This design comes from an exercise in tuning for small area, a short achievable clock period and few clock cycles on the open sky130 flow, not from production work. In this exercise RTL edits were held to simulation tests only and were not proved equivalent to the original. Power figures rest on the tool's default switching activity, not on a simulated workload.

==> flow/design.v <==
module weave_agen (
    input  wire         clk,
    input  wire         rst,
    input  wire         start,
    input  wire [511:0] prog,
    input  wire [15:0]  m_elems,
    output wire         busy,
    output reg          valid,
    input  wire         ready,
    output reg  [21:0]  idx,
    output reg          last
);
    reg  [6:0]  S;
    reg  [15:0] M;
    reg         flp;            
    reg  [2:0]  act;            
    reg  [11:0] nrl [0:2];      
    reg  [15:0] R   [0:3];      
    reg  [3:0]  f;              
    reg         bsy;            
    reg         run;            
    reg         ini;            
    reg         mul;            
    reg  [2:0]  mcnt;
    reg  [21:0] Q;
    reg  [6:0]  sc;             
    reg         wr;             
    reg         fin;            
    reg  [15:0] pos;            
    reg  [11:0] cnt [0:2];      
    reg  [21:0] sidx;
    reg         slast;
    reg         sfull;
    integer l;
    assign busy = bsy;
    wire [2:0] w;
    assign w[0] = act[0] && cnt[0] == 12'd1;
    assign w[1] = act[1] && cnt[1] == 12'd1;
    assign w[2] = act[2] && cnt[2] == 12'd1;
    wire [1:0] k = !w[0] ? 2'd0 : !w[1] ? 2'd1 : !w[2] ? 2'd2 : 2'd3;
    wire       known = f[k];
    wire [15:0] Rk = R[k];
    wire [15:0] psum = Rk + pos;
    wire        mbit = sc[6];
    wire        mlast = (mcnt == 3'd0);
    reg  [21:0] a, b;
    reg         cin;
    always @(*) begin
        if (mul) begin
            a = {Q[20:0], 1'b0};
            if (!mlast) begin
                b = mbit ? {6'd0, M} : 22'd0;
                cin = 1'b0;
            end else begin
                b = mbit ? 22'd0 : ~{6'd0, M};
                cin = !mbit;
            end
        end else if (wr) begin
            a = Q;
            b = {6'd0, pos};
            cin = 1'b0;
        end else begin
            a = idx;
            b = flp ? ~{6'd0, M} : {6'd0, M};
            cin = flp;
        end
    end
    wire [21:0] sum = a + b + {21'd0, cin};
    wire pos_end = (pos == M - 16'd1);
    wire gl = wr ? (S == 7'd1) && pos_end : (sc == 7'd2) && fin;
    wire gen  = run && !ini && !mul && !sfull;
    wire learn = gen && wr && !known;
    wire fire = gen && !(wr && !known);
    always @(posedge clk) begin
        if (rst) begin
            bsy <= 1'b0;
            run <= 1'b0;
            ini <= 1'b0;
            mul <= 1'b0;
        end else begin
            if (!bsy) begin
                if (start) begin
                    bsy <= 1'b1;
                    run <= 1'b1;
                    ini <= 1'b1;
                end
            end else if (valid && ready && last) begin
                bsy <= 1'b0;
            end
            if (fire && gl)
                run <= 1'b0;
            if (ini) begin
                ini <= 1'b0;
                mul <= flp;
            end
            if (mul && mlast)
                mul <= 1'b0;
        end
    end
    always @(posedge clk) begin
        if (rst) begin
            valid <= 1'b0;
            sfull <= 1'b0;
        end else if (!valid || ready) begin
            if (sfull) begin
                valid <= 1'b1;
                sfull <= 1'b0;
            end else begin
                valid <= fire;
            end
        end else if (fire) begin
            sfull <= 1'b1;
        end
    end
    always @(posedge clk) begin
        if (!valid || ready) begin
            if (sfull) begin
                idx  <= sidx;
                last <= slast;
            end else if (fire) begin
                idx  <= sum;
                last <= gl;
            end
        end else if (fire) begin
            sidx  <= sum;
            slast <= gl;
        end
    end
    always @(posedge clk) begin
        if (!run) begin
            S    <= prog[30:24];
            flp  <= prog[12];
            M    <= m_elems;
            act  <= {prog[34], prog[34] | (prog[33] & prog[32]), prog[34] | prog[33]};
            for (l = 0; l < 3; l = l + 1)
                nrl[l] <= prog[64 + 64*l +: 12];
            for (l = 0; l < 4; l = l + 1)
                R[l] <= ~prog[96 + 64*l +: 16];
            f    <= 4'd0;
            pos  <= 16'd0;
            Q    <= 22'd0;
            mcnt <= 3'd6;
            wr   <= 1'b1;
        end else if (ini) begin
            for (l = 0; l < 3; l = l + 1)
                cnt[l] <= nrl[l];
            sc   <= S;
        end else if (mul) begin
            Q    <= sum;
            mcnt <= mcnt - 3'd1;
            sc   <= {sc[5:0], 1'b0};
        end else if (learn) begin
            for (l = 0; l < 4; l = l + 1)
                if (l == k) begin
                    R[l] <= ~psum;
                    f[l] <= 1'b1;
                end
        end else if (fire) begin
            if (wr) begin
                sc   <= S;
                wr   <= (S == 7'd1);
                fin  <= pos_end;
                pos <= psum;
                for (l = 0; l < 3; l = l + 1)
                    if (l < k)
                        cnt[l] <= nrl[l];
                    else if (l == k)
                        cnt[l] <= cnt[l] - 12'd1;
            end else begin
                sc   <= sc - 7'd1;
                wr   <= (sc == 7'd2);
            end
        end
    end
endmodule
export LEC_CHECK = 0
export CAP_MARGIN = 20
export CORE_MARGIN = 2
export CORE_UTILIZATION = 40
export CTS_BUF_LIST = sky130_fd_sc_hd__clkbuf_16
export CTS_CLUSTER_DIAMETER = 100
export CTS_CLUSTER_SIZE = 25
export SLEW_MARGIN = 20
create_clock -name core_clock -period 22.0 [get_ports {clk}]
standard.sh (not shown) runs the stock make flow with config.mk's settings and CLKGATE_MAP_FILE= SYNTH_SCRIPT=/design/flow/synth_recipe.tcl, a recipe that flattens the netlist after the stock synthesis.
==> flow/flow/run.sh <==
#!/bin/bash
set -euo pipefail
export BUFFER_PORTS_ARGS="-buffer_cell sky130_fd_sc_hd__buf_1"
bash standard.sh > standard_flow.log 2>&1
Testbench counts at the start, summed over its fixed seeds: cycles 1,141,731.
Rerun with:
--- a/flow/design.v
+++ b/flow/design.v
@@ -10,9 +10,9 @@
     output reg  [21:0]  idx,
     output reg          last
 );
     reg  [6:0]  S;
-    reg  [15:0] M;
+    reg  [15:0] M;              
     reg         flp;            
     reg  [2:0]  act;            
     reg  [11:0] nrl [0:2];      
     reg  [15:0] R   [0:3];      
@@ -45,29 +45,33 @@
     wire        mlast = (mcnt == 3'd0);
     reg  [21:0] a, b;
     reg         cin;
     always @(*) begin
-        if (mul) begin
+        if (ini) begin
+            a = Q;
+            b = ~{6'd0, M};
+            cin = 1'b1;
+        end else if (mul) begin
             a = {Q[20:0], 1'b0};
             if (!mlast) begin
                 b = mbit ? {6'd0, M} : 22'd0;
-                cin = 1'b0;
+                cin = mbit;
             end else begin
                 b = mbit ? 22'd0 : ~{6'd0, M};
-                cin = !mbit;
+                cin = 1'b0;
             end
         end else if (wr) begin
             a = Q;
             b = {6'd0, pos};
             cin = 1'b0;
         end else begin
             a = idx;
             b = flp ? ~{6'd0, M} : {6'd0, M};
-            cin = flp;
+            cin = !flp;
         end
     end
     wire [21:0] sum = a + b + {21'd0, cin};
-    wire pos_end = (pos == M - 16'd1);
+    wire pos_end = (pos == M);
     wire gl = wr ? (S == 7'd1) && pos_end : (sc == 7'd2) && fin;
     wire gen  = run && !ini && !mul && !sfull;
     wire learn = gen && wr && !known;
     wire fire = gen && !(wr && !known);
@@ -141,8 +145,9 @@
             Q    <= 22'd0;
             mcnt <= 3'd6;
             wr   <= 1'b1;
         end else if (ini) begin
+            M    <= ~sum[15:0];
             for (l = 0; l < 3; l = l + 1)
                 cnt[l] <= nrl[l];
             sc   <= S;
         end else if (mul) begin
Result:
- global-route usage is higher by 0.48 points
- cell count falls by a few percent
- clock power shrinks by a few percent
- design area decreases by a few percent
- die area went down by a few percent
- via count falls by a few percent
- sequential power went up slightly
Testbench counts after the change, summed over its fixed seeds: cycles 1,141,731.

## port drivers added, routing unchanged
In the flow no input, the clock included, has a driving cell. The finished layouts below were timed again as built, in two steps. Step 1 assumes that a clkbuf_16 drives the clock port and a buf_2 every other input. Step 2 moves the port delays by t, midway between the first and last clock arrival at a register: inputs arrive t later, outputs are due t later. That takes back most of the time a late clock gives input paths. Three values: ideal ports, drivers, drivers and shift; two values: the first two.
run	t (ns)	setup WS [ns]	clock arrival spread, ns	worst register clock-pin slew, ns	pins driven straight from the clock port
the first run	0.562	16.425 / 16.376 / 16.185	0.022 / 0.023	0.11 / 0.11	1
the second run	0.547	16.402 / 16.353 / 16.398	0.027 / 0.028	0.11 / 0.11	1
After both steps every run listed still meets setup and hold. The setup slack of the first run, which loses most, moves by -0.049 ns with the drivers and by -0.240 ns with both steps.
